What follows belongs to an exercise in optimizing a design on an open flow for small area and a short achievable clock period; a production flow would make more cautious choices.
Function was checked by simulation only, so behaviour that the tests miss may differ from the original.

<file path="design/flow/run.sh">
#!/bin/bash
# synth_recipe.tcl (not shown) runs the flow's synth.tcl, then flattens the netlist and writes it again
# the make line also repeats each setting of config.mk as NAME=value (left out here)
make -C /OpenROAD-flow-scripts/flow DESIGN_CONFIG=/design/flow/config.mk WORK_HOME=/design/flow/orfs CLKGATE_MAP_FILE= SYNTH_SCRIPT=/design/flow/synth_recipe.tcl finish
</file>
<file path="design/flow/config.mk">
export PLATFORM = sky130hd
export DESIGN_NAME = sx16_mc_ecc
export DESIGN_NICKNAME = sx16_mc_ecc
export VERILOG_FILES = /design/flow/design.v
export SDC_FILE = /design/flow/constraint.sdc
export NUM_CORES = 4
export LEC_CHECK = 0
export CAP_MARGIN = 20
export CORE_MARGIN = 2
export CORE_UTILIZATION = 40
export PLACE_DENSITY = 0.6
export SLEW_MARGIN = 20
</file>
<file path="design/flow/constraint.sdc">
create_clock -name core_clock -period 26.0 [get_ports {clk}]
set_input_delay 5.2000 -clock core_clock [delete_from_list [all_inputs] [get_ports {clk}]]
set_output_delay 5.2000 -clock core_clock [all_outputs]
set_load 0.01 [all_outputs]
</file>
<file path="design/flow/design.v">
module sx16_mc_ecc (
    input  wire        clk,
    input  wire        rst,           
    input  wire        ctl_rst,       
    input  wire        acc_valid,
    input  wire [1:0]  acc_op,        
    input  wire [1:0]  acc_sc,        
    input  wire [39:0] acc_addr,      
    input  wire [79:0] acc_word,      
    input  wire [63:0] acc_wdata,     
    input  wire [7:0]  acc_wmask,     
    input  wire        reg_we,
    input  wire        reg_re,
    input  wire [3:0]  reg_addr,
    input  wire [31:0] reg_wdata,
    output reg         res_valid,
    output reg  [79:0] res_word,
    output reg  [1:0]  res_status,    
    output reg  [3:0]  res_pos,       
    output reg  [2:0]  res_dev,       
    output reg         res_poison_wr,
    output reg         ev_erase,
    output reg  [1:0]  ev_erase_cause,
    output reg  [1:0]  ev_erase_sc,
    output reg  [2:0]  ev_erase_dev,
    output reg  [31:0] reg_rdata
);
    localparam OP_WRITE = 2'd1;
    localparam OP_MERGE = 2'd2;
    localparam ST_CLEAN  = 2'd0;
    localparam ST_CORR   = 2'd1;
    localparam ST_UNCORR = 2'd2;
    localparam ST_POISON = 2'd3;
    localparam RA_CFG     = 4'd0;
    localparam RA_ERASE   = 4'd1;
    localparam RA_CNT     = 4'd2;
    localparam RA_LAST_LO = 4'd7;
    localparam RA_LAST_HI = 4'd8;
    function [7:0] gf_mul;
        input [7:0] a;
        input [7:0] b;
        reg   [7:0] p;
        reg   [7:0] aa;
        integer k;
        begin
            p  = 8'h00;
            aa = a;
            for (k = 0; k < 8; k = k + 1) begin
                if (b[k])
                    p = p ^ aa;
                aa = {aa[6:0], 1'b0} ^ (aa[7] ? 8'h1D : 8'h00);
            end
            gf_mul = p;
        end
    endfunction
    function [7:0] gf_inv;
        input [7:0] a;
        reg   [7:0] sq;
        reg   [7:0] r;
        integer k;
        begin
            sq = a;
            r  = 8'h01;
            for (k = 1; k < 8; k = k + 1) begin
                sq = gf_mul(sq, sq);
                r  = gf_mul(r, sq);
            end
            gf_inv = r;
        end
    endfunction
    function [7:0] mx;
        input [7:0] a;
        mx = {a[6:0], 1'b0} ^ (a[7] ? 8'h1D : 8'h00);
    endfunction
    function [7:0] dx;
        input [7:0] a;
        dx = {1'b0, a[7:1]} ^ (a[0] ? 8'h8E : 8'h00);
    endfunction
    function [7:0] alpha_pow;
        input integer e;
        integer k;
        reg [7:0] r;
        begin
            r = 8'h01;
            for (k = 0; k < e; k = k + 1)
                r = gf_mul(r, 8'h02);
            alpha_pow = r;
        end
    endfunction
    integer i, j, k;
    wire any_rst = rst | ctl_rst;
    reg  [7:0]  c [0:9];
    reg  [7:0]  s0, s1;
    reg  [7:0]  a [0:9];            
    reg  [9:0]  match;              
    reg  [63:0] base;               
    wire        in_wr = (acc_op == OP_WRITE);
    wire        in_mg = (acc_op == OP_MERGE);
    wire [7:0]  in_sel = in_wr ? 8'h00 : in_mg ? ~acc_wmask : 8'hFF;   
    always @* begin
        for (i = 0; i < 10; i = i + 1)
            c[i] = acc_word[8*i +: 8];
        s0 = 8'h00;
        s1 = 8'h00;
        for (i = 0; i < 10; i = i + 1) begin
            s0 = s0 ^ c[i];
            s1 = s1 ^ gf_mul(alpha_pow(9 - i), c[i]);
        end
        a[0] = s0;
        a[1] = mx(a[0]);
        a[2] = mx(a[1]);
        a[3] = gf_mul(s0, alpha_pow(3));
        a[4] = mx(a[3]);
        a[5] = mx(a[4]);
        a[6] = gf_mul(s0, alpha_pow(6));
        a[7] = mx(a[6]);
        a[8] = mx(a[7]);
        a[9] = mx(a[8]);
        for (i = 0; i < 10; i = i + 1)
            match[i] = (s1 == a[9 - i]);
        for (i = 0; i < 8; i = i + 1)
            base[8*i +: 8] = in_sel[i] ? c[i] : acc_wdata[8*i +: 8];
    end
    reg         p_rst, p_crst;
    reg         p_acc;
    reg  [1:0]  p_op;               
    reg  [1:0]  p_sc;
    reg  [7:0]  p_sel;
    reg  [7:0]  p_s0, p_s1;
    reg  [9:0]  p_match;
    reg  [63:0] p_base;
    reg  [15:0] p_chk;              
    reg  [39:0] p_addr;
    reg         p_re;
    reg  [3:0]  p_raddr;
    reg         p_we_cfg, p_we_er;
    reg  [15:0] p_wdata;
    reg  [2:0]  p_erdev;            
    always @(posedge clk) begin
        p_rst    <= rst;
        p_crst   <= ctl_rst;
        p_acc    <= acc_valid & ~any_rst;
        p_op     <= {in_mg, in_wr};
        p_sc     <= acc_sc;
        p_sel    <= in_sel;
        p_s0     <= s0;
        p_s1     <= s1;
        p_match  <= match;
        p_base   <= base;
        p_chk    <= acc_word[79:64];
        p_addr   <= acc_addr;
        p_re     <= reg_re & ~any_rst;
        p_raddr  <= reg_addr;
        p_we_cfg <= reg_we & ~any_rst & (reg_addr == RA_CFG);
        p_we_er  <= reg_we & ~any_rst & (reg_addr == RA_ERASE);
        p_wdata  <= reg_wdata[15:0];
    end
    reg  [11:0] erase_q;           
    reg  [7:0]  auto_n;
    reg         auto_en;
    reg  [15:0] corr_cnt;
    reg  [15:0] uncorr_cnt;
    reg  [29:0] dev_cnt [0:3];     
    reg  [39:0] last_addr;
    reg         last_poison;
    reg  [8:0]  last_hi_latch;     
    wire p_anyrst = p_rst | p_crst;
    wire [9:0]  match_q = p_match;
    reg  [7:0]  r [2:5];            
    reg  [7:0]  q [2:5];            
    wire [2:0]  er_dev = p_erdev;
    wire        erased = (er_dev <= 3'd4);
    always @* begin
        r[2] = dx(dx(p_s1));
        r[3] = dx(r[2]);
        r[4] = dx(r[3]);
        r[5] = dx(r[4]);
        q[2] = mx(mx(p_s0));
        q[3] = mx(q[2]);
        q[4] = mx(q[3]);
        q[5] = mx(q[4]);
    end
    wire [7:0] h8      = gf_mul(p_s0 ^ p_s1, gf_inv(8'h03));
    wire [7:0] h9      = p_s0 ^ h8;
    wire [7:0] v_lo    = p_s0 ^ r[5 - er_dev[1:0]];
    wire [7:0] t_lo    = p_s1 ^ q[5 - er_dev[1:0]];
    wire [7:0] da_lo   = gf_mul(v_lo, gf_inv(alpha_pow(4) ^ 8'h01));
    wire [7:0] gd      = gf_mul(v_lo, gf_mul(gf_inv(alpha_pow(4) ^ 8'h01), gf_inv(8'h03))) ^
                         gf_mul(t_lo, gf_mul(gf_mul(gf_inv(alpha_pow(4) ^ 8'h01), alpha_pow(4)),
                                             gf_inv(8'h03)));
    wire       s0z     = (p_s0 == 8'h00);
    wire       poison  = s0z && (p_s1 == 8'hEE);
    wire       clean   = s0z && (p_s1 == 8'h00);
    wire       anym    = |match_q;
    wire       er_fix  = erased && !poison && !clean;
    wire       one_fix = !erased && anym && !s0z;
    wire       bad     = poison || (!erased && !clean && !one_fix);    
    wire [7:0] da      = er_dev[2] ? h8 : da_lo;
    wire [7:0] db      = p_s0 ^ da;
    wire       er_lo   = er_fix && !er_dev[2];                        
    wire       er_hi   = er_fix &&  er_dev[2];                        
    reg  [7:0] e [0:9];
    always @* begin
        for (i = 0; i < 10; i = i + 1)
            e[i] = (one_fix && match_q[i]) ? p_s0 : 8'h00;
        for (i = 0; i < 4; i = i + 1) begin
            if (er_lo && er_dev[1:0] == i) begin
                e[i]     = da;
                e[i + 4] = db;
            end
        end
        if (er_hi) begin
            e[8] = da;
            e[9] = db;
        end
    end
    reg  [1:0]  dec_status;
    reg  [3:0]  dec_pos;
    reg  [2:0]  dec_dev;
    reg  [4:0]  devh;               
    always @* begin
        dec_pos = 4'd15;
        dec_dev = 3'd7;
        devh    = 5'd0;
        if (poison)
            dec_status = ST_POISON;
        else if (clean)
            dec_status = ST_CLEAN;
        else if (erased) begin
            dec_status = ST_CORR;
            dec_dev    = er_dev;
            devh[er_dev] = 1'b1;
            if (er_dev[2])
                dec_pos = match_q[9] ? 4'd9 : 4'd8;
            else
                dec_pos = match_q[er_dev[1:0] + 4] ? {2'b01, er_dev[1:0]} : {2'b00, er_dev[1:0]};
        end else if (anym) begin
            dec_status = ST_CORR;
            for (i = 0; i < 10; i = i + 1)
                if (match_q[i]) begin
                    dec_pos = i;
                    dec_dev = (i < 8) ? (i % 4) : 3'd4;
                    devh[(i < 8) ? (i % 4) : 4] = 1'b1;
                end
        end else
            dec_status = ST_UNCORR;
    end
    wire        is_wr     = p_op[0];
    wire        is_mg     = p_op[1];
    wire        is_rd     = !is_wr && !is_mg;
    wire        poison_wr = is_mg && bad;
    reg  [7:0]  b0, b1, p8, p9, x8, x9;
    reg  [79:0] out_word;
    reg         kx, ky;
    always @* begin
        b0 = 8'h00;
        b1 = 8'h00;
        for (i = 0; i < 8; i = i + 1) begin
            b0 = b0 ^ p_base[8*i +: 8];
            b1 = b1 ^ gf_mul(alpha_pow(9 - i), p_base[8*i +: 8]);
        end
        p8 = gf_mul(b0 ^ b1, gf_inv(8'h03));
        p9 = b0 ^ p8;
        kx = (one_fix && |(match_q[7:0] & p_sel)) ||
             (er_lo && p_sel[{1'b1, er_dev[1:0]}]);
        ky = er_lo && (p_sel[{1'b0, er_dev[1:0]}] ^ p_sel[{1'b1, er_dev[1:0]}]);
        x8 = (kx ? h8 : 8'h00) ^ (ky ? gd : 8'h00) ^ (poison_wr ? 8'h5A : 8'h00);
        x9 = (kx ? h9 : 8'h00) ^ (ky ? (da ^ gd) : 8'h00) ^ (poison_wr ? 8'h5A : 8'h00);
        for (i = 0; i < 8; i = i + 1)
            out_word[8*i +: 8] = p_base[8*i +: 8] ^ (p_sel[i] ? e[i] : 8'h00);
        if (is_rd) begin
            out_word[71:64] = p_chk[7:0] ^ e[8];
            out_word[79:72] = p_chk[15:8] ^ e[9];
        end else begin
            out_word[71:64] = p8 ^ x8;
            out_word[79:72] = p9 ^ x9;
        end
    end
    wire        fixd       = er_fix || one_fix;
    wire        count_corr = p_acc && !is_wr && fixd;
    wire        count_unc  = p_acc && is_rd && bad;
    wire [29:0] sc_cnt     = dev_cnt[p_sc];
    wire [5:0]  an_m1      = auto_n[5:0] - 6'd1;
    reg  [4:0]  sat_d, hit_d;
    reg  [5:0]  inc_d [0:4];        
    always @* begin
        for (i = 0; i < 5; i = i + 1) begin
            sat_d[i] = (sc_cnt[6*i +: 6] == 6'd63);
            hit_d[i] = (sc_cnt[6*i +: 6] == an_m1);
            inc_d[i] = sc_cnt[6*i +: 6] + 6'd1;
        end
    end
    wire [4:0]  dinc       = (count_corr ? devh : 5'd0) & ~sat_d;      
    wire        auto_hit   = auto_en && (auto_n[7:6] == 2'b00) && (|(hit_d & dinc));
    wire        clr        = p_we_cfg && p_wdata[1];
    reg  [11:0] erase_nx;
    always @* begin
        erase_nx = erase_q;
        if (p_we_er)
            erase_nx = p_wdata[11:0];
        if (auto_hit && !erased)
            erase_nx[3*p_sc +: 3] = dec_dev;
    end
    wire [11:0] erase_d = p_rst ? 12'hFFF : p_crst ? erase_q : erase_nx;
    reg [31:0] rd_val;
    always @* begin
        case (p_raddr)
            RA_CFG:     rd_val = {16'h0000, auto_n, 7'b0000000, auto_en};
            RA_ERASE:   rd_val = {20'h00000, erase_q};
            RA_CNT:     rd_val = {uncorr_cnt, corr_cnt};
            4'd3:       rd_val = {2'b00, dev_cnt[0]};
            4'd4:       rd_val = {2'b00, dev_cnt[1]};
            4'd5:       rd_val = {2'b00, dev_cnt[2]};
            4'd6:       rd_val = {2'b00, dev_cnt[3]};
            RA_LAST_LO: rd_val = last_addr[31:0];
            RA_LAST_HI: rd_val = {last_hi_latch[8], 23'h000000, last_hi_latch[7:0]};
            default:    rd_val = 32'h0000_0000;
        endcase
    end
    always @* begin
        res_valid      = p_acc;
        res_word       = p_acc ? out_word : 80'h0;
        res_status     = (p_acc && !is_wr) ? dec_status : ST_CLEAN;
        res_pos        = p_anyrst ? 4'd0 : (p_acc && !is_wr) ? dec_pos : 4'd15;
        res_dev        = p_anyrst ? 3'd0 : (p_acc && !is_wr) ? dec_dev : 3'd7;
        res_poison_wr  = p_acc && poison_wr;
        ev_erase       = p_acc && auto_hit;
        ev_erase_cause = (p_acc && auto_hit && erased) ? 2'd2 : 2'd0;
        ev_erase_sc    = (p_acc && auto_hit) ? p_sc : 2'd0;
        ev_erase_dev   = (p_acc && auto_hit) ? dec_dev : 3'd0;
        reg_rdata      = p_re ? rd_val : 32'h0;
    end
    always @(posedge clk) begin
        erase_q <= erase_d;
        p_erdev <= erase_d[3*acc_sc +: 3];
        if (p_anyrst) begin
            auto_n        <= 8'h10;
            auto_en       <= 1'b1;
            corr_cnt      <= 16'h0000;
            uncorr_cnt    <= 16'h0000;
            for (k = 0; k < 4; k = k + 1)
                dev_cnt[k] <= 30'h0;
            last_addr     <= 40'h0;
            last_poison   <= 1'b0;
            last_hi_latch <= 9'h0;
        end else begin
            if (p_we_cfg) begin
                auto_n  <= (p_wdata[15:8] == 8'h00) ? 8'h01 : p_wdata[15:8];
                auto_en <= p_wdata[0];
            end
            if (clr) begin
                corr_cnt   <= 16'h0000;
                uncorr_cnt <= 16'h0000;
                for (k = 0; k < 4; k = k + 1)
                    dev_cnt[k] <= 30'h0;
            end else begin
                if (count_corr && corr_cnt != 16'hFFFF)
                    corr_cnt <= corr_cnt + 16'h0001;
                if (count_unc && uncorr_cnt != 16'hFFFF)
                    uncorr_cnt <= uncorr_cnt + 16'h0001;
                for (k = 0; k < 4; k = k + 1)
                    if (p_sc == k)
                        for (j = 0; j < 5; j = j + 1)
                            if (dinc[j])
                                dev_cnt[k][6*j +: 6] <= inc_d[j];
            end
            if (count_unc) begin
                last_addr   <= p_addr;
                last_poison <= poison;
            end
            if (p_re && p_raddr == RA_LAST_LO)
                last_hi_latch <= {last_poison, last_addr[39:32]};
        end
    end
endmodule
</file>
==> results of run 1 <==
[flip-flops by register name (all words and copies together), names as in the netlist, 3 cells and up]
register,cells
dev_cnt,120
p_base,64
last_addr,40
p_addr,40
corr_cnt,16
p_chk,16
p_wdata,16
uncorr_cnt,16
erase_q,12
p_match,10
last_hi_latch,9
auto_n,8
p_s0,8
p_s1,8
p_sel,8
p_raddr,4
p_erdev,3
[worst min-delay path by stage]
stage | from | to | slack (ps) | depth (start not counted)
after floorplan | p_addr[2] | last_addr[2] | 420 | 2
after global placement | p_addr[37] | last_addr[37] | 420 | 2
after detailed placement | p_addr[32] | last_addr[32] | 430 | 2
after CTS | p_addr[32] | last_addr[32] | 420 | 2
after global routing | p_addr[32] | last_addr[32] | 430 | 2
final | p_addr[32] | last_addr[32] | 420 | 2
[routing by layer]
metal  GRT usage  vias to the layer above  wire, µm
li1            -                    11600         -
met1       0.360                    11900     42500
met2       0.510                     1100     51000
met3      0.0455                      246      6680
met4       0.150                        0      6170
met5           0                        -         0
[critical path, stage by stage, from the launching register on]
cell	delay (ps)
dfxtp_1	750
ha_1	750
clkinv_1	650
mux2i_1	450
xnor2_2	180
xnor2_2	390
xnor2_2	210
mux2i_1	900
o21ai_0	240
a21boi_0	490
xor2_1	180
and2_1	150
clkdlybuf4s50_1	580
[kinds of logic after synthesis]
kind of cell             Yosys count  synth area share
AO/OA/AOI/OAI                    589             0.154
XOR/XNOR                         716             0.261
adder cells (fa/ha/maj)           24            0.0111
buffers and inverters            264            0.0401
flip-flops                       410             0.302
multiplexers                     143            0.0546
other                              1          0.000138
AND/OR/NAND/NOR                 1061             0.177
[through the flow]
step / cell area, µm² / hold slack (ps)
6_report: 33000 / 418
4_1_cts: 33000 / 417
2_1_floorplan: 27200 / 417
5_1_grt: 33000 / 433
3_5_place_dp: 31300 / 426
3_3_place_gp: 31300 / 422
[cell type report]
class                      count  share of cell area
multi-input combinational   2534               0.543
inverter                      64             0.00727
sequential                   410               0.249
timing repair buffer         397               0.117
clock inverter                23              0.0110
tap                          873              0.0331
antenna                        1           0.0000758
clock buffer                  65              0.0404
[cell usage in the layout (no fill, tap or decap), types with 20 or more instances in the layout]
master,n
and3_1,36
xnor3_1,28
nand4_1,27
clkbuf_16,48
xnor2_2,20
a21o_1,24
a21oi_1,149
dfxtp_1,409
nand2_1,443
a22oi_1,91
and2_1,81
a222oi_1,48
inv_1,53
clkdlybuf4s50_1,351
xnor2_1,478
mux2i_1,130
ha_1,24
a221oi_1,22
o211ai_1,32
nand3_1,70
xor2_1,169
a31oi_1,31
nor3_1,36
nor2_1,260
o21ai_0,47
buf_4,46
==> impl_results.md, run 1 <==
- Top fanout value on the critical path: 19
- Cell variety after synth: 90
- Register area: 8210 µm²
- Layout Cells excl Fill: 4367
- Pin count of the biggest net entering global routing: 84
- Least-Margin Pin Slew: 1200 ps
- Drt initial violations: 2724
- Cell taking the most area after synthesis: dfxtp_1
- Vias per inst: 5.69
- Worst-path clk slew: 60 ps
- Std cell rows: 95
- Routed wire length: 106 mm
- Worst slew margin: 0.194
- Final Hold Vio Count: 0
- Final period util: 0.451
- Die area: 70000 µm²
- Resize count post-CTS: 0
- Synth Net Count: 3470
- Setup CP Type: flip-flop to output port
- Tot GR Track Use: 0.297
- RSZ-0062 raised after global routing: false
- Synthesis-stage register bit count: 410
- Critical Path Source: p_erdev[0]
- Die Span X: 265 µm
- Worst EP arrival: 6530 ps
- Top cells by area, synth: dfxtp_1 30%, xnor2_1 15%, nand2_1 6.1%
- Post-synth EDFFs: 0
- Setup WS pre-CTS: 15050 ps
- Area growth syn-to-layout: 21.6%
- First-pass GRT wire length: 157 mm
- Sequential-to-total area share from yosys stat: 0.302
- Worst min path class: flip-flop to flip-flop
- Post-DP HPWL: 80.9 mm
- Layout Nets: 3717
- Fillers: 6538
- Most frequent cell after synthesis: xnor2_1
- Most frequent cells after synthesis: 478 x xnor2_1, 444 x nand2_1, 410 x dfxtp_1
- DR pass1 iterations: 7
- Initial antenna violation count: 1
- Final min period: 11730 ps
- Top_reg_cell synth: dfxtp_1
- DRC viols: 0
- Clock skew: 33.7 ps
- Vias in the first global route: 24000
- Maximum Capacitance Violations: 0
- Worst Slack Setup Final: 14270 ps
- Share of cells above drive strength 1: 0.0570
- CTS Buffer Depth: 3
- Area fraction of the dominant cell type after synthesis: 0.302
- TritonCTS Buffers: 48
- Status: finished clean
- Flop2flop setup slack: 20600 ps
- Setup TNS: 0 ps
- CTS tree: done
- Grt ovf: 0
- Die Y: 265 µm
- Avg Inst Size Synth: 8.47 µm²
- Multi-input gate area in the final layout: 17900 µm²
- YS warnings: 40
- Post-placement cell count: 4278
- Critical Path RT: 20800 ps
- Setup crit end kind: output port
- Htree depth: 2
- IO Port Bufs: 351
- WL/cell: 24.3 µm
- Post-Syn Area: 27200 µm²
- Number of setup violations in the final report: 0
- Initial Util: 0.404
- Setup repair bufs after CTS: 0
- Worst setup path endpoint: res_word[0]
- Post-route ant nets: 0
- Worst R2R Path Depth: 16
- Startpoint types: flip-flop
- DR vias: 24800
- GP Congestion: 0.956
- Total I/O pin count: 369
- Ys async rst share: 0
- Launch point of the worst reg-to-reg path: p_erdev[0]
- Later-pin clock latency in the skew report: 620 ps
- Final Util: 0.492
- Core area: 67200 µm²
- Fin. max-slew vios: 0
- Clock net sink count: 410
- Max Fclk: 85.3 MHz
- Root Buffer: clkbuf_16
- Cell count after synthesis: 3208
- R2r endpoint: p_erdev[1]
- Hold-fix buffers at CTS: 0
==> inputs of run 2 (changes only) <==
--- a/design/flow/design.v
+++ b/design/flow/design.v
@@ -137,3 +137,4 @@
     reg  [15:0] p_wdata;
-    reg  [2:0]  p_erdev;            
+    reg  [4:0]  p_erh;              
+    reg         p_erased;
     always @(posedge clk) begin
@@ -165,2 +166,3 @@
     reg         last_poison;
+    reg         last_valid;
     reg  [8:0]  last_hi_latch;     
@@ -170,4 +172,5 @@
     reg  [7:0]  q [2:5];            
-    wire [2:0]  er_dev = p_erdev;
-    wire        erased = (er_dev <= 3'd4);
+    wire [4:0]  erh    = p_erh;
+    wire        erased = p_erased;
+    wire [2:0]  er_dev = {erh[4], erh[2] | erh[3], erh[1] | erh[3]};
     always @* begin
@@ -184,4 +187,11 @@
     wire [7:0] h9      = p_s0 ^ h8;
-    wire [7:0] v_lo    = p_s0 ^ r[5 - er_dev[1:0]];
-    wire [7:0] t_lo    = p_s1 ^ q[5 - er_dev[1:0]];
+    reg  [7:0] v_lo, t_lo;
+    always @* begin
+        v_lo = p_s0;
+        t_lo = p_s1;
+        for (i = 0; i < 4; i = i + 1) begin
+            v_lo = v_lo ^ (erh[i] ? r[5 - i] : 8'h00);
+            t_lo = t_lo ^ (erh[i] ? q[5 - i] : 8'h00);
+        end
+    end
     wire [7:0] da_lo   = gf_mul(v_lo, gf_inv(alpha_pow(4) ^ 8'h01));
@@ -197,6 +207,6 @@
     wire       bad     = poison || (!erased && !clean && !one_fix);    
-    wire [7:0] da      = er_dev[2] ? h8 : da_lo;
+    wire [7:0] da      = erh[4] ? h8 : da_lo;
     wire [7:0] db      = p_s0 ^ da;
-    wire       er_lo   = er_fix && !er_dev[2];                        
-    wire       er_hi   = er_fix &&  er_dev[2];                        
+    wire       er_lo   = er_fix && !erh[4];                           
+    wire       er_hi   = er_fix &&  erh[4];                           
     reg  [7:0] e [0:9];
@@ -206,3 +216,3 @@
         for (i = 0; i < 4; i = i + 1) begin
-            if (er_lo && er_dev[1:0] == i) begin
+            if (er_fix && erh[i]) begin
                 e[i]     = da;
@@ -231,7 +241,7 @@
             dec_dev    = er_dev;
-            devh[er_dev] = 1'b1;
-            if (er_dev[2])
+            devh       = erh;
+            if (erh[4])
                 dec_pos = match_q[9] ? 4'd9 : 4'd8;
             else
-                dec_pos = match_q[er_dev[1:0] + 4] ? {2'b01, er_dev[1:0]} : {2'b00, er_dev[1:0]};
+                dec_pos = {1'b0, |(match_q[7:4] & erh[3:0]), er_dev[1:0]};
         end else if (anym) begin
@@ -264,4 +274,4 @@
         kx = (one_fix && |(match_q[7:0] & p_sel)) ||
-             (er_lo && p_sel[{1'b1, er_dev[1:0]}]);
-        ky = er_lo && (p_sel[{1'b0, er_dev[1:0]}] ^ p_sel[{1'b1, er_dev[1:0]}]);
+             (er_fix && |(erh[3:0] & p_sel[7:4]));
+        ky = er_fix && |(erh[3:0] & (p_sel[3:0] ^ p_sel[7:4]));
         x8 = (kx ? h8 : 8'h00) ^ (ky ? gd : 8'h00) ^ (poison_wr ? 8'h5A : 8'h00);
@@ -295,2 +305,9 @@
     wire        clr        = p_we_cfg && p_wdata[1];
+    wire        rstclr     = p_anyrst || clr;
+    wire [15:0] corr_nx    = rstclr ? 16'h0000 : corr_cnt + 16'h0001;
+    wire [15:0] uncorr_nx  = rstclr ? 16'h0000 : uncorr_cnt + 16'h0001;
+    reg  [5:0]  inc_z [0:4];
+    always @*
+        for (i = 0; i < 5; i = i + 1)
+            inc_z[i] = rstclr ? 6'd0 : inc_d[i];
     reg  [11:0] erase_nx;
@@ -304,2 +321,3 @@
     wire [11:0] erase_d = p_rst ? 12'hFFF : p_crst ? erase_q : erase_nx;
+    wire [2:0]  er_next = erase_d[3*acc_sc +: 3];      
     reg [31:0] rd_val;
@@ -314,3 +332,3 @@
             4'd6:       rd_val = {2'b00, dev_cnt[3]};
-            RA_LAST_LO: rd_val = last_addr[31:0];
+            RA_LAST_LO: rd_val = last_valid ? last_addr[31:0] : 32'h0;
             RA_LAST_HI: rd_val = {last_hi_latch[8], 23'h000000, last_hi_latch[7:0]};
@@ -333,42 +351,33 @@
     always @(posedge clk) begin
-        erase_q <= erase_d;
-        p_erdev <= erase_d[3*acc_sc +: 3];
+        erase_q  <= erase_d;
+        for (i = 0; i < 5; i = i + 1)
+            p_erh[i] <= (er_next == i);
+        p_erased <= (er_next <= 3'd4);
         if (p_anyrst) begin
-            auto_n        <= 8'h10;
-            auto_en       <= 1'b1;
-            corr_cnt      <= 16'h0000;
-            uncorr_cnt    <= 16'h0000;
-            for (k = 0; k < 4; k = k + 1)
-                dev_cnt[k] <= 30'h0;
-            last_addr     <= 40'h0;
-            last_poison   <= 1'b0;
-            last_hi_latch <= 9'h0;
-        end else begin
-            if (p_we_cfg) begin
-                auto_n  <= (p_wdata[15:8] == 8'h00) ? 8'h01 : p_wdata[15:8];
-                auto_en <= p_wdata[0];
-            end
-            if (clr) begin
-                corr_cnt   <= 16'h0000;
-                uncorr_cnt <= 16'h0000;
-                for (k = 0; k < 4; k = k + 1)
-                    dev_cnt[k] <= 30'h0;
-            end else begin
-                if (count_corr && corr_cnt != 16'hFFFF)
-                    corr_cnt <= corr_cnt + 16'h0001;
-                if (count_unc && uncorr_cnt != 16'hFFFF)
-                    uncorr_cnt <= uncorr_cnt + 16'h0001;
-                for (k = 0; k < 4; k = k + 1)
-                    if (p_sc == k)
-                        for (j = 0; j < 5; j = j + 1)
-                            if (dinc[j])
-                                dev_cnt[k][6*j +: 6] <= inc_d[j];
-            end
-            if (count_unc) begin
-                last_addr   <= p_addr;
-                last_poison <= poison;
-            end
-            if (p_re && p_raddr == RA_LAST_LO)
-                last_hi_latch <= {last_poison, last_addr[39:32]};
+            auto_n  <= 8'h10;
+            auto_en <= 1'b1;
+        end else if (p_we_cfg) begin
+            auto_n  <= (p_wdata[15:8] == 8'h00) ? 8'h01 : p_wdata[15:8];
+            auto_en <= p_wdata[0];
+        end
+        if (rstclr || (count_corr && corr_cnt != 16'hFFFF))
+            corr_cnt <= corr_nx;
+        if (rstclr || (count_unc && uncorr_cnt != 16'hFFFF))
+            uncorr_cnt <= uncorr_nx;
+        for (k = 0; k < 4; k = k + 1)
+            for (j = 0; j < 5; j = j + 1)
+                if (rstclr || (p_sc == k && dinc[j]))
+                    dev_cnt[k][6*j +: 6] <= inc_z[j];
+        if (p_anyrst)
+            last_valid <= 1'b0;
+        else if (count_unc)
+            last_valid <= 1'b1;
+        if (count_unc) begin
+            last_addr   <= p_addr;
+            last_poison <= poison;
         end
+        if (p_anyrst)
+            last_hi_latch <= 9'h0;
+        else if (p_re && p_raddr == RA_LAST_LO)
+            last_hi_latch <= last_valid ? {last_poison, last_addr[39:32]} : 9'h0;
     end
==> design/flow/flow/run.sh (new file) <==
#!/bin/bash
# Layout flow: the standard flow (standard.sh, run in this folder), with the
# standard synthesis unchanged and two changes to how the layout is made:
#  - the port buffers that global placement inserts are sky130_fd_sc_hd__buf_1
#    (buffer_ports otherwise picks sky130_fd_sc_hd__clkdlybuf4s50_1);
#  - repair_timing keeps working until the setup slack reaches 16 ns instead of
#    stopping at 0 (same clock, same constraints; it only sizes and buffers more).
# Each make run's full output goes to its own log in this folder; ORFS keeps its
# per-step logs under orfs/logs.
set -euo pipefail
bash standard.sh synth > synth.log 2>&1
export BUFFER_PORTS_ARGS="-buffer_cell sky130_fd_sc_hd__buf_1"
export SETUP_SLACK_MARGIN=16
bash standard.sh > layout.log 2>&1
==> design/flow/standard.sh (new file) <==
#!/bin/bash
# synth_recipe.tcl (not shown) runs the flow's synth.tcl, then flattens the netlist and writes it again
# the make line also repeats each setting of config.mk as NAME=value (left out here)
make -C /OpenROAD-flow-scripts/flow DESIGN_CONFIG=/design/flow/config.mk WORK_HOME=/design/flow/orfs CLKGATE_MAP_FILE= SYNTH_SCRIPT=/design/flow/synth_recipe.tcl "${@:-finish}"
--- a/design/flow/config.mk
+++ b/design/flow/config.mk
@@ -10,2 +10,3 @@
 export CORE_UTILIZATION = 40
+export CTS_BUF_LIST = sky130_fd_sc_hd__clkbuf_8
 export PLACE_DENSITY = 0.6
removed: design/flow/run.sh
==> run 2 against run 1 <==
Flip-flop and latch count grew 4; critical path depth grew 1; die area shrank 1.4%; design area shrank 6.3%; sequential share of layout area grew 8.2 points; non-clock buffer count grew 33; area after synthesis shrank 1.4%; critical path type unchanged; highest routed layer unchanged.
==> impl_results.md, run 2 <==
- Vias per inst: 5.58
- Most frequent cells in the layout: 509 x xnor2_1, 368 x nand2_1, 351 x buf_1, 212 x dfxtp_1, 193 x edfxtp_1
- Final Hold Vio Count: 0
- Max Fclk: 101 MHz
- Clock skew: 57.0 ps
- Synth Net Count: 3112
- Max reg flops: 120
- Register area: 10200 µm²
- GP Congestion: 0.945
- Worst path max stage delay: 580 ps
- YS warnings: 9
- WL/cell: 23.2 µm
- Initial Util: 0.406
- Fillers: 6396
- TritonCTS Buffers: 75
- Fin Hold WS: 395 ps
- Layout Nets: 3444
- Post-placement cell count: 3950
- Worst min path class: flip-flop to flip-flop
- Die Span X: 263 µm
- Final period util: 0.380
- Setup TNS: 0 ps
- Post-synth EDFFs: 193
- Worst slew margin: 0.272
- Setup WS pre-CTS: 16140 ps
- Post-DP HPWL: 70.1 mm
- Drt initial violations: 2657
- Vias in the first global route: 21900
- Final min period: 9870 ps
- Hold-fix buffers at CTS: 0
- Largest register by flop count: dev_cnt
- Cell taking the most area after synthesis: edfxtp_1
- Critical Path RT: 20800 ps
- Most frequent cell after synthesis: xnor2_1
- Final Util: 0.469
- CTS Buffer Depth: 3
- Post-route ant nets: 0
- Design Area, Final: 31000 µm²
- Multi-input gate area in the final layout: 16000 µm²
- Setup CP Type: flip-flop to output port
- CP max stage cell: xnor3_4
- Most common cell after layout, fill and taps aside: xnor2_1
- Htree depth: 3
- Worst EP arrival: 4670 ps
- DR pass1 iterations: 10
- Post-Syn Area: 26800 µm²
- DR vias: 22900
- Area growth syn-to-layout: 15.6%
- Most frequent cells after synthesis: 522 x xnor2_1, 369 x nand2_1, 221 x dfxtp_1
- Worst Slack Setup Final: 16130 ps
- Ys async rst share: 0
- RSZ-0062 raised after global routing: true
- Share of cells above drive strength 1: 0.0884
- Maximum Capacitance Violations: 0
- Post-Place Cell Area: 28900 µm²
- Number of setup violations in the final report: 0
- Cell count after synthesis: 2858
- Top_reg_cell synth: dfxtp_1
- Status: finished clean
- Die area: 69100 µm²
- Clock net sink count: 414
- Worst-path clk slew: 60 ps
- Synthesis-stage register bit count: 414
- Initial antenna violation count: 2
- Avg Inst Size Synth: 9.37 µm²
- Pin count of the biggest net entering global routing: 73
- Startpoint types: flip-flop
- Setup crit end kind: output port
- Largest regs: dev_cnt: 120 flops, p_base: 64 flops
- Fin. max-slew vios: 0
- IO Port Bufs: 351
- Routed wire length: 95.3 mm
- CTS tree: done
- Core area: 66000 µm²
- Later-pin clock latency in the skew report: 700 ps
- Tot GR Track Use: 0.266
- Grt ovf: 0
- Cell variety after synth: 89
- Area fraction of the dominant cell type after synthesis: 0.216
- Sequential-to-total area share from yosys stat: 0.382
- Total I/O pin count: 369
- Root Buffer: clkbuf_8
- Ordered list of cells on the worst path: xor3_2 -> xnor2_1 -> nand2b_1 -> xnor3_4 -> xor2_4 -> xor3_1 -> mux2_4 -> clkinvlp_4 -> o21ai_0 -> a21oi_1 -> xor2_1 -> o22ai_1 -> buf_1
- Top cells by area, synth: edfxtp_1 22%, xnor2_1 17%, dfxtp_1 17%
- Die Y: 263 µm
- Least-Margin Pin Slew: 1080 ps
- First-pass GRT wire length: 139 mm
- Std cell rows: 94
- DRC viols: 0
- Layout Cells excl Fill: 4113
- Top fanout value on the critical path: 9
[run 2: repair_timing]
| item | 4_1_cts | 5_1_grt |
|---|---|---|
| buffers inserted | 4 | 22 |
| gates resized for setup | 27 | 29 |
| endpoints found under the setup margin | 76 | 50 |
| cloned | 1 | 0 |
| pin swaps | 1 | 10 |
[run 2: cell families (layout without fill, tap and decap cells)]
| logic type | after synthesis | after routing | share of synthesized area |
|---|---|---|---|
| and+or+nand+nor | 876 | 876 | 0.151 |
| muxes | 30 | 30 | 0.0123 |
| buffers and inverters | 224 | 613 | 0.0335 |
| xor gates and xnor gates | 761 | 761 | 0.273 |
| adders and majority gates | 16 | 16 | 0.00747 |
| DFF | 414 | 414 | 0.382 |
| other | 1 | 3 | 0.000140 |
| AOI/OAI and AO/OA | 536 | 536 | 0.140 |
[run 2: layer usage]
layer / global-route usage / share of wire / up-vias
li1: - / - / 10600
met1: 0.348 / 0.41 / 10900
met2: 0.441 / 0.47 / 1192
met3: 0.0438 / 0.086 / 194
met4: 0.104 / 0.039 / 0
met5: 0 / 0 / -
[run 2: worst max-delay path: cells and delay by family (launching register included)]
kind                   cells  cell delay [ps]
XOR/XNOR                   6             2100
AO/OA/AOI/OAI              3              610
flip-flops                 1              410
buffers and inverters      2              390
multiplexers               1              370
AND/OR/NAND/NOR            1              130
[run 2: cell type report]
| type | count | area share |
|---|---|---|
| multi-input combinational | 2220 | 0.516 |
| sequential | 414 | 0.331 |
| timing repair buffer | 430 | 0.0641 |
| clock buffer | 83 | 0.0369 |
| tap | 864 | 0.0349 |
| clock inverter | 51 | 0.0109 |
| inverter | 48 | 0.00606 |
| timing repair inverter | 1 | 0.000162 |
| antenna | 2 | 0.000162 |
[run 2: worst paths after layout]
path | from | to | slack, ps | cells after the start
min reg2reg | p_addr[12] | last_addr[12] | 390 | 0
min | p_addr[12] | last_addr[12] | 390 | 0
max reg2reg | p_sc[0] | p_erh[4] | 21260 | 17
max | p_s1[3] | res_word[76] | 16130 | 13
==> inputs of run 3 (changes only) <==
--- a/design/flow/flow/run.sh
+++ b/design/flow/flow/run.sh
@@ -2,5 +2,7 @@
 # Layout flow: the standard flow (standard.sh, run in this folder), with the
-# standard synthesis unchanged and two changes to how the layout is made:
+# standard synthesis unchanged and three changes to how the layout is made:
 #  - the port buffers that global placement inserts are sky130_fd_sc_hd__buf_1
 #    (buffer_ports otherwise picks sky130_fd_sc_hd__clkdlybuf4s50_1);
+#  - clock tree synthesis clusters up to 25 sinks within 60 um per clkbuf_16 leaf buffer
+#    and inserts no dummy loads (same clock, same sinks, fewer buffers);
 #  - repair_timing keeps working until the setup slack reaches 16 ns instead of
@@ -12,2 +14,3 @@
 export BUFFER_PORTS_ARGS="-buffer_cell sky130_fd_sc_hd__buf_1"
+export CTS_ARGS="-sink_clustering_enable -repair_clock_nets -dont_use_dummy_load -buf_list sky130_fd_sc_hd__clkbuf_16 -sink_clustering_size 25 -sink_clustering_max_diameter 60"
 export SETUP_SLACK_MARGIN=16
--- a/design/flow/config.mk
+++ b/design/flow/config.mk
@@ -10,3 +10,2 @@
 export CORE_UTILIZATION = 40
-export CTS_BUF_LIST = sky130_fd_sc_hd__clkbuf_8
 export PLACE_DENSITY = 0.6
==> run 3 against run 2 <==
Non-clock buffer count is 14 lower; clock skew is 35 ps higher; maximum frequency is 0.36% lower; design area is 2.2% lower; final cell count is 2.7% lower; critical endpoint is now ev_erase_cause[1].
==> impl_results.md, run 3 <==
- Status: finished clean
- Setup CP Type: flip-flop to output port
- Synthesis-stage register bit count: 414
- Largest register by flop count: dev_cnt
- Most common cell after layout, fill and taps aside: xnor2_1
- Final period util: 0.381
- Htree depth: 2
- Clock skew: 91.9 ps
- Most frequent cells in the layout: 513 x xnor2_1, 368 x nand2_1, 351 x buf_1, 214 x dfxtp_1, 193 x edfxtp_1
- Area growth syn-to-layout: 13.1%
- Later-pin clock latency in the skew report: 600 ps
- Tot GR Track Use: 0.262
- Grt ovf: 0
- Maximum Capacitance Violations: 0
- Metal3 WL: 7.87 mm
- Worst path max stage delay: 520 ps
- Max Fclk: 101 MHz
- Fillers: 6415
- Fin Hold WS: 362 ps
- Share of cells above drive strength 1: 0.0647
- Final min period: 9900 ps
- Critical path depth: 14
- Setup crit end kind: output port
- Least-Margin Pin Slew: 1090 ps
- Initial Util: 0.406
- Most frequent cell after synthesis: xnor2_1
- Cell count after synthesis: 2858
- Number of setup violations in the final report: 0
- Crit-path leading delay family: compound AO/OA/AOI/OAI gates
- Worst-path clk slew: 70 ps
- Routed wire length: 94.2 mm
- TritonCTS Buffers: 40
- Hold-fix buffers at CTS: 0
- First-pass GRT wire length: 137 mm
- Fin. max-slew vios: 0
- Cell taking the most area after synthesis: edfxtp_1
- Register area: 10200 µm²
- Layout Nets: 3395
- Ys async rst share: 0
- Post-route ant nets: 0
- Top fanout value on the critical path: 31
- Post-synth EDFFs: 193
- DR vias: 22700
- Die Span X: 263 µm
- IO Port Bufs: 351
- Startpoint types: flip-flop
- Drt initial violations: 2568
- Worst EP arrival: 4700 ps
- RSZ-0062 raised after global routing: true
- WL met2: 43.9 mm
- Avg Inst Size Synth: 9.37 µm²
- Total I/O pin count: 369
- DR pass1 iterations: 9
- Vias in the first global route: 21500
- Critical Path RT: 20800 ps
- Clock net sink count: 414
- Top_reg_cell synth: dfxtp_1
- CP max stage cell: ha_4
- Setup TNS: 0 ps
- Worst R2R Path Depth: 15
- Hold-critical path depth: 0
- Highest Signal Layer: met4
- Critical path buffer and inverter count: 4
- Most frequent cells after synthesis: 522 x xnor2_1, 369 x nand2_1, 221 x dfxtp_1
- Cell variety after synth: 89
- Std cell rows: 94
- Max reg flops: 120
- Routed metal-1 wirelength: 38.6 mm
- Worst slew margin: 0.268
- Final Hold Vio Count: 0
- Die area: 69100 µm²
- CTS tree: done
- Sequential-to-total area share from yosys stat: 0.382
- Synth Net Count: 3112
- Post-DP HPWL: 70.1 mm
- CTS Buffer Depth: 3
- Die Y: 263 µm
- Crit path top cell by count: inv_1
- Largest regs: dev_cnt: 120 flops, p_base: 64 flops
- Multi-input gate area in the final layout: 15900 µm²
- Post-Syn Area: 26800 µm²
- Top cells by area, synth: edfxtp_1 22%, xnor2_1 17%, dfxtp_1 17%
- Root Buffer: clkbuf_16
- DRC viols: 0
- Area fraction of the dominant cell type after synthesis: 0.216
- Core area: 66000 µm²
- YS warnings: 9
- GP Congestion: 0.945
- Post-Place Cell Area: 28900 µm²
- Design Area, Final: 30300 µm²
- Final Util: 0.459
- Pin count of the biggest net entering global routing: 73
- Worst min path class: flip-flop to flip-flop
- Ordered list of cells on the worst path: inv_1 -> ha_4 -> a222oi_1 -> a21oi_1 -> ha_1 -> nand2_1 -> o211ai_1 -> o32ai_1 -> nor4_2 -> buf_4 -> or2_2 -> inv_1 -> and2_1 -> buf_1
- Initial antenna violation count: 2
- Vias per inst: 5.66
- WL/cell: 23.5 µm
[run 3: kinds of logic after synthesis]
group	Yosys count	synth area share
buffers and inverters	224	0.0335
other	1	0.000140
adder cells (fa/ha/maj)	16	0.00747
flip-flops	414	0.382
AO/OA/AOI/OAI	536	0.140
multiplexers	30	0.0123
XOR/XNOR	761	0.273
AND/OR/NAND/NOR	876	0.151
[run 3: worst reg2reg max path: stages, from the launching register on]
cell      delay [ps]
dfxtp_2          380
inv_1            270
ha_4             520
a222oi_1         220
a21oi_1          510
ha_1             290
nand2_1          100
o211ai_1         430
o32ai_1          160
nor4_2           270
buf_4            290
o31ai_1          170
a221o_1          370
and2_0           160
a221o_1          420
nor4b_2          280
[run 3: per-layer routing]
| metal | up-vias | GRT usage |
|---|---|---|
| met4 | 0 | 0.103 |
| met1 | 10800 | 0.350 |
| met3 | 194 | 0.0330 |
| li1 | 10500 | - |
| met2 | 1164 | 0.433 |
| met5 | - | 0 |
[run 3: what timing repair did]
item / CTS / global route
endpoints found under the setup margin: 64 / 36
setup buffers: 2 / 10
pin swaps: 1 / 6
gates cloned: 1 / 0
resized for setup: 19 / 18
[run 3: per-stage QoR]
stage                     setup WS [ps]  cells
final                             16100   4004
after global routing              15940   4003
after detailed placement          16140   3950
after global placement            16160   3950
after CTS                         15990   3993
after floorplan                   17340   2858
[run 3: path summary, 6_finish.rpt]
| path | start | to | slack (ps) |
|---|---|---|---|
| setup / recovery | p_sc[0] | ev_erase_cause[1] | 16100 |
| hold reg to reg | p_addr[18] | last_addr[18] | 360 |
| hold / removal | p_addr[18] | last_addr[18] | 360 |
| setup reg to reg | p_sc[0] | p_erh[4] | 21080 |
[run 3: layout make-up]
| type | instances | area share |
|---|---|---|
| Multi-Input combinational cell | 2220 | 0.525 |
| Tap cell | 864 | 0.0357 |
| Sequential cell | 414 | 0.338 |
| Antenna cell | 1 | 0.0000826 |
| Timing Repair Buffer | 416 | 0.0615 |
| Timing Repair inverter | 1 | 0.000165 |
| Inverter | 48 | 0.00620 |
| Clock buffer | 40 | 0.0330 |
==> inputs of run 4 (changes only) <==
--- a/design/flow/flow/run.sh
+++ b/design/flow/flow/run.sh
@@ -5,3 +5,3 @@
 #    (buffer_ports otherwise picks sky130_fd_sc_hd__clkdlybuf4s50_1);
-#  - clock tree synthesis clusters up to 25 sinks within 60 um per clkbuf_16 leaf buffer
+#  - clock tree synthesis clusters up to 30 sinks within 80 um per clkbuf_16 leaf buffer
 #    and inserts no dummy loads (same clock, same sinks, fewer buffers);
@@ -14,3 +14,3 @@
 export BUFFER_PORTS_ARGS="-buffer_cell sky130_fd_sc_hd__buf_1"
-export CTS_ARGS="-sink_clustering_enable -repair_clock_nets -dont_use_dummy_load -buf_list sky130_fd_sc_hd__clkbuf_16 -sink_clustering_size 25 -sink_clustering_max_diameter 60"
+export CTS_ARGS="-sink_clustering_enable -repair_clock_nets -dont_use_dummy_load -buf_list sky130_fd_sc_hd__clkbuf_16 -sink_clustering_size 30 -sink_clustering_max_diameter 80"
 export SETUP_SLACK_MARGIN=16
==> run 4 against run 3 <==
Final cell count down 0.32%; hold slack worse by 33 ps; maximum frequency about the same; setup slack better by 0.60 ps; critical path type unchanged; still clean on timing, DRC and antenna; core utilization down 0.51 points.
==> impl_results.md, run 4 <==
- Setup WS pre-CTS: 16140 ps
- Pin count of the biggest net entering global routing: 73
- Critical path depth: 14
- Most frequent cell after synthesis: xnor2_1
- Post-route ant nets: 0
- Post-DP HPWL: 70.1 mm
- Startpoint types: flip-flop
- Worst R2R Path Depth: 15
- Post-synth EDFFs: 193
- Fillers: 6451
- Hold-critical path depth: 0
- Max reg flops: 120
- Hold Startpoint: p_addr[18]
- Worst slew margin: 0.257
- Status: finished clean
- Setup CP Type: flip-flop to output port
- Tot GR Track Use: 0.260
- Sequential-to-total area share from yosys stat: 0.382
- WL/cell: 23.5 µm
- Setup crit end kind: output port
- Ys async rst share: 0
- Maximum Capacitance Violations: 0
- Top_reg_cell synth: dfxtp_1
- CTS Buffer Depth: 3
- Final Hold Vio Count: 0
- Synth Net Count: 3112
- DR pass1 iterations: 6
- IO Port Bufs: 351
- Most frequent cells in the layout: 512 x xnor2_1, 368 x nand2_1, 351 x buf_1, 214 x dfxtp_1, 193 x edfxtp_1
- Number of setup violations in the final report: 0
- Worst path max stage delay: 510 ps
- Crit path top cell by count: inv_1
- GP Congestion: 0.945
- DRC viols: 0
- Top fanout value on the critical path: 31
- Vias in the first global route: 21300
- Final period util: 0.381
- Final min period: 9900 ps
- Setup TNS: 0 ps
- Most frequent cells after synthesis: 522 x xnor2_1, 369 x nand2_1, 221 x dfxtp_1
- Initial antenna violation count: 1
- Initial Util: 0.406
- Critical path buffer and inverter count: 4
- Grt ovf: 0
- Core area: 66000 µm²
- Critical Path Source: p_sc[0]
- Die Span X: 263 µm
- Worst min path class: flip-flop to flip-flop
- Cell taking the most area after synthesis: edfxtp_1
- Largest regs: dev_cnt: 120 flops, p_base: 64 flops
- Fin. max-slew vios: 0
- Least-Margin Pin Slew: 1100 ps
- Top cells by area, synth: edfxtp_1 22%, xnor2_1 17%, dfxtp_1 17%
- Vias per inst: 5.65
- Cell variety after synth: 89
- CP max stage cell: ha_4
- Ordered list of cells on the worst path: inv_1 -> ha_4 -> a222oi_1 -> a21oi_1 -> ha_1 -> nand2_1 -> o211ai_1 -> o32ai_1 -> nor4_2 -> buf_4 -> or2_2 -> inv_1 -> and2_1 -> buf_1
- Layout Nets: 3383
- Clock skew: 69.8 ps
- Synthesis-stage register bit count: 414
- Total I/O pin count: 369
- CTS tree: done
- Fin Hold WS: 329 ps
- Post-Syn Area: 26800 µm²
- Worst EP arrival: 4700 ps
- Die Y: 263 µm
- Area growth syn-to-layout: 11.8%
- TritonCTS Buffers: 25
- Crit-path leading delay family: compound AO/OA/AOI/OAI gates
- Avg Inst Size Synth: 9.37 µm²
- Cell count after synthesis: 2858
- Largest register by flop count: dev_cnt
- Root Buffer: clkbuf_16
- DR vias: 22600
- Share of cells above drive strength 1: 0.0611
- Clock net sink count: 414
- RSZ-0062 raised after global routing: true
- Worst Slack Setup Final: 16100 ps
- Launch point of the worst reg-to-reg path: p_sc[0]
- Area fraction of the dominant cell type after synthesis: 0.216
- Critical Path RT: 20800 ps
- Later-pin clock latency in the skew report: 600 ps
- Drt initial violations: 2578
- Routed wire length: 93.8 mm
- First-pass GRT wire length: 137 mm
- YS warnings: 9
- Htree depth: 1
- Max Fclk: 101 MHz
- Worst-path clk slew: 110 ps
- Most common cell after layout, fill and taps aside: xnor2_1
- Std cell rows: 94
- Die area: 69100 µm²
- Inserted Diodes: 0
[run 4: worst paths after layout]
check,endpoint,slack [ps]
max,ev_erase_cause[1],16100
min,last_addr[18],330
max reg2reg,p_erh[4],21100
min reg2reg,last_addr[18],330
[run 4: layout make-up]
cell class,instances,area [µm²],share of cell area
Timing Repair inverter,1,5.00,0.000167
Multi-Input combinational cell,2220,15900,0.532
Clock buffer,25,626,0.0209
Sequential cell,414,10200,0.342
Inverter,48,188,0.00627
Tap cell,864,1080,0.0361
Timing Repair Buffer,419,1890,0.0632
[run 4: layer usage]
layer | vias up | global-route usage | share of wire
li1 | 10500 | - | -
met1 | 10800 | 0.347 | 0.41
met2 | 1119 | 0.436 | 0.47
met3 | 156 | 0.0289 | 0.080
met4 | 0 | 0.0916 | 0.037
met5 | - | 0 | 0
[run 4: stage by stage]
stage | instance area, µm² | util | cells
2_1_floorplan | 26800 | - | 2858
3_3_place_gp | 28900 | 0.439 | 3950
3_5_place_dp | 28900 | 0.439 | 3950
4_1_cts | 29700 | 0.450 | 3978
5_1_grt | 30000 | 0.454 | 3991
6_report | 30000 | 0.454 | 3991
[run 4: timing repair]
action                     in CTS  in global routing
setup endpoints to repair      66                 44
gates resized for setup        20                 20
gates cloned                    1                  0
hold buffers                    0                  0
pin swaps                       1                  6
setup buffers                   2                 13
[run 4: cells by family after synthesis]
logic type | synth area share
AO/OA/AOI/OAI | 0.140
XOR/XNOR | 0.273
adder cells (fa/ha/maj) | 0.00747
buffers and inverters | 0.0335
flip-flops | 0.382
multiplexers | 0.0123
other | 0.000140
AND/OR/NAND/NOR | 0.151
==> inputs of run 5 (changes only) <==
--- a/design/flow/flow/run.sh
+++ b/design/flow/flow/run.sh
@@ -7,3 +7,3 @@
 #    and inserts no dummy loads (same clock, same sinks, fewer buffers);
-#  - repair_timing keeps working until the setup slack reaches 16 ns instead of
+#  - repair_timing keeps working until the setup slack reaches 16.3 ns instead of
 #    stopping at 0 (same clock, same constraints; it only sizes and buffers more).
@@ -15,3 +15,3 @@
 export CTS_ARGS="-sink_clustering_enable -repair_clock_nets -dont_use_dummy_load -buf_list sky130_fd_sc_hd__clkbuf_16 -sink_clustering_size 30 -sink_clustering_max_diameter 80"
-export SETUP_SLACK_MARGIN=16
+export SETUP_SLACK_MARGIN=16.3
 bash standard.sh > layout.log 2>&1
==> run 5 against run 4 <==
Area after synthesis is the same; critical endpoint is now res_word[32]; largest cell class unchanged; critical path type unchanged; count of clock-buffer cells in the layout is the same; flip-flop and latch count is the same; core utilization is 0.91 points higher.
==> impl_results.md, run 5 <==
- Status: finished clean
- IO Port Bufs: 351
- Synth Net Count: 3112
- First-pass GRT wire length: 138 mm
- Worst slew margin: 0.254
- Hold Path End: last_addr[18]
- Setup WS pre-CTS: 16140 ps
- Setup crit end kind: output port
- Grt ovf: 0
- YS warnings: 9
- Initial antenna violation count: 1
- RSZ-0062 raised after global routing: true
- Cell variety after synth: 89
- Most frequent cells after synthesis: 522 x xnor2_1, 369 x nand2_1, 221 x dfxtp_1
- Post-DP HPWL: 70.1 mm
- GP Congestion: 0.945
- Final Util: 0.463
- Top cells by area, synth: edfxtp_1 22%, xnor2_1 17%, dfxtp_1 17%
- DRC viols: 0
- Root Buffer: clkbuf_16
- Final period util: 0.369
- Hold-critical path depth: 0
- Largest regs: dev_cnt: 120 flops, p_base: 64 flops
- Critical Path RT: 20800 ps
- Synthesis-stage register bit count: 414
- Htree depth: 1
- Top_reg_cell synth: dfxtp_1
- Avg Inst Size Synth: 9.37 µm²
- Worst EP arrival: 4390 ps
- Most frequent cells in the layout: 488 x xnor2_1, 368 x nand2_1, 351 x buf_1, 209 x dfxtp_1, 193 x edfxtp_1
- Later-pin clock latency in the skew report: 600 ps
- Hold Startpoint: p_addr[18]
- Clock net sink count: 414
- Most common cell after layout, fill and taps aside: xnor2_1
- Max Fclk: 104 MHz
- Tot GR Track Use: 0.263
- Largest register by flop count: dev_cnt
- Sequential-to-total area share from yosys stat: 0.382
- DR pass1 iterations: 8
- CTS tree: done
- Ys async rst share: 0
- Total I/O pin count: 369
- Number of setup violations in the final report: 0
- Vias in the first global route: 21600
- Die Span X: 263 µm
- CTS Buffer Depth: 3
- Hold-fix buffers at CTS: 0
- Cell taking the most area after synthesis: edfxtp_1
- Setup CP Type: flip-flop to output port
- Fin. max-slew vios: 0
- Post-synth EDFFs: 193
- Fillers: 6372
- DR vias: 22600
- Area fraction of the dominant cell type after synthesis: 0.216
- Setup TNS: 0 ps
- Most frequent cell after synthesis: xnor2_1
- Post-Syn Area: 26800 µm²
- Multi-input gate area in the final layout: 16200 µm²
- Inserted Diodes: 0
- Pin count of the biggest net entering global routing: 73
- Launch point of the worst reg-to-reg path: p_sc[0]
- Least-Margin Pin Slew: 1110 ps
- Vias per inst: 5.64
- Core area: 66000 µm²
- Worst min path class: flip-flop to flip-flop
- Startpoint types: flip-flop
- Routed wire length: 94.6 mm
- Register area: 10200 µm²
- Clock skew: 67.9 ps
- Final Hold Vio Count: 0
- Die area: 69100 µm²
- R2r endpoint: p_erh[4]
- Die Y: 263 µm
- Top fanout value on the critical path: 26
- Worst-path clk slew: 100 ps
- Layout Nets: 3410
- Maximum Capacitance Violations: 0
- Initial Util: 0.406
- Post-route ant nets: 0
- Cell count after synthesis: 2858
- Worst Slack Setup Final: 16410 ps
- TritonCTS Buffers: 25
- Worst R2R Path Depth: 15
- Flop2flop setup slack: 21430 ps
- Max reg flops: 120
- Area growth syn-to-layout: 14.1%
- Fin Hold WS: 331 ps
- Drt initial violations: 2656
- Share of cells above drive strength 1: 0.0837
- Critical Path Source: p_s0[3]
- Final min period: 9590 ps
- WL/cell: 23.5 µm
- Std cell rows: 94
## run 5: cell count changes in the layout (fill, tap and decap cells not counted), sizes merged
cell      previous run  this run
inv                 37        36
clkinvlp             3         4
buf                419       446
## run 5: cell type report
cell class | count | area share
multi-input cells | 2220 | 0.532
repair buffers | 446 | 0.0706
inverters | 48 | 0.00627
clock buffers | 25 | 0.0205
flip-flops and latches | 414 | 0.335
repair inverters | 1 | 0.000164
well taps | 864 | 0.0354
## run 5: worst max-delay path by stage
stage	to	depth (start not counted)
floorplan	res_word[72]	12
global placement	res_word[5]	12
detailed placement	ev_erase_cause[1]	16
CTS	ev_erase_cause[1]	14
global route	ev_erase_cause[1]	16
finish	res_word[32]	11
## run 5: logic make-up after synthesis
kind of cell | count (synthesis) | synth area share
and+or+nand+nor | 876 | 0.151
xor gates and xnor gates | 761 | 0.273
AOI/OAI and AO/OA | 536 | 0.140
DFF | 414 | 0.382
buffers and inverters | 224 | 0.0335
muxes | 30 | 0.0123
adders and majority gates | 16 | 0.00747
other | 1 | 0.000140
## run 5: layer usage
layer | wire length, µm | part of all wire | global-route usage
met2 | 44500 | 0.47 | 0.439
met1 | 38300 | 0.40 | 0.347
met3 | 8060 | 0.085 | 0.0331
met4 | 3760 | 0.040 | 0.101
met5 | 0 | 0 | 0
## run 5: per-stage QoR
stage | area [µm²] | instances
after floorplan | 26800 | 2858
after global placement | 28900 | 3950
after detailed placement | 28900 | 3950
after CTS | 30100 | 3998
after global routing | 30600 | 4018
final | 30600 | 4018
## run 5: worst max-delay path, cell delays in order (launching register included)
cell and delay, ps:
dfxtp_1 310, buf_4 370, xnor3_1 490, xnor3_4 540
xor2_4 250, xnor3_1 420, mux2_4 380, o211ai_1 220
nand3_1 200, xnor2_1 220, and2_1 210, buf_1 180
## run 5: repair_timing
item	4_1_cts	5_1_grt
setup buffers	22	20
cloned	1	0
setup endpoints to repair	78	56
pin swaps	11	22
resized for setup	55	48

-- static timing again, ports no longer ideal --
The results above use ideal ports. As a check the final layouts listed here were re-extracted and re-timed, cells and wires unchanged.
Step 1, drivers: a clkbuf_16 drives clk and a buf_2 each remaining input, both assumed.
Step 2, shift: input delay + t, output delay - t, t = (earliest + latest rising clock arrival at the registers) / 2. This alone moves slack from input paths to output paths.
a / b / c = ideal ports / drivers / drivers and shift; a / b = the first two.
run | t (ns) | slack for setup (ns) | clock arrival spread, ns | worst slew at a driven data input, ns | pins driven straight from the clock port
run 1 | 0.665 | 14.271 / 14.208 / 14.872 | 0.034 / 0.033 | 0.10 | 1
run 2 | 0.738 | 16.132 / 16.066 / 16.803 | 0.063 / 0.063 | 0.06 | 1
run 3 | 0.626 | 16.096 / 16.027 / 16.653 | 0.092 / 0.092 | 0.06 | 1
run 4 | 0.641 | 16.097 / 16.025 / 16.665 | 0.075 / 0.075 | 0.06 | 1
run 5 | 0.643 | 16.405 / 16.331 / 16.974 | 0.073 / 0.073 | 0.06 | 1
After both steps setup and hold are still met in every run listed.
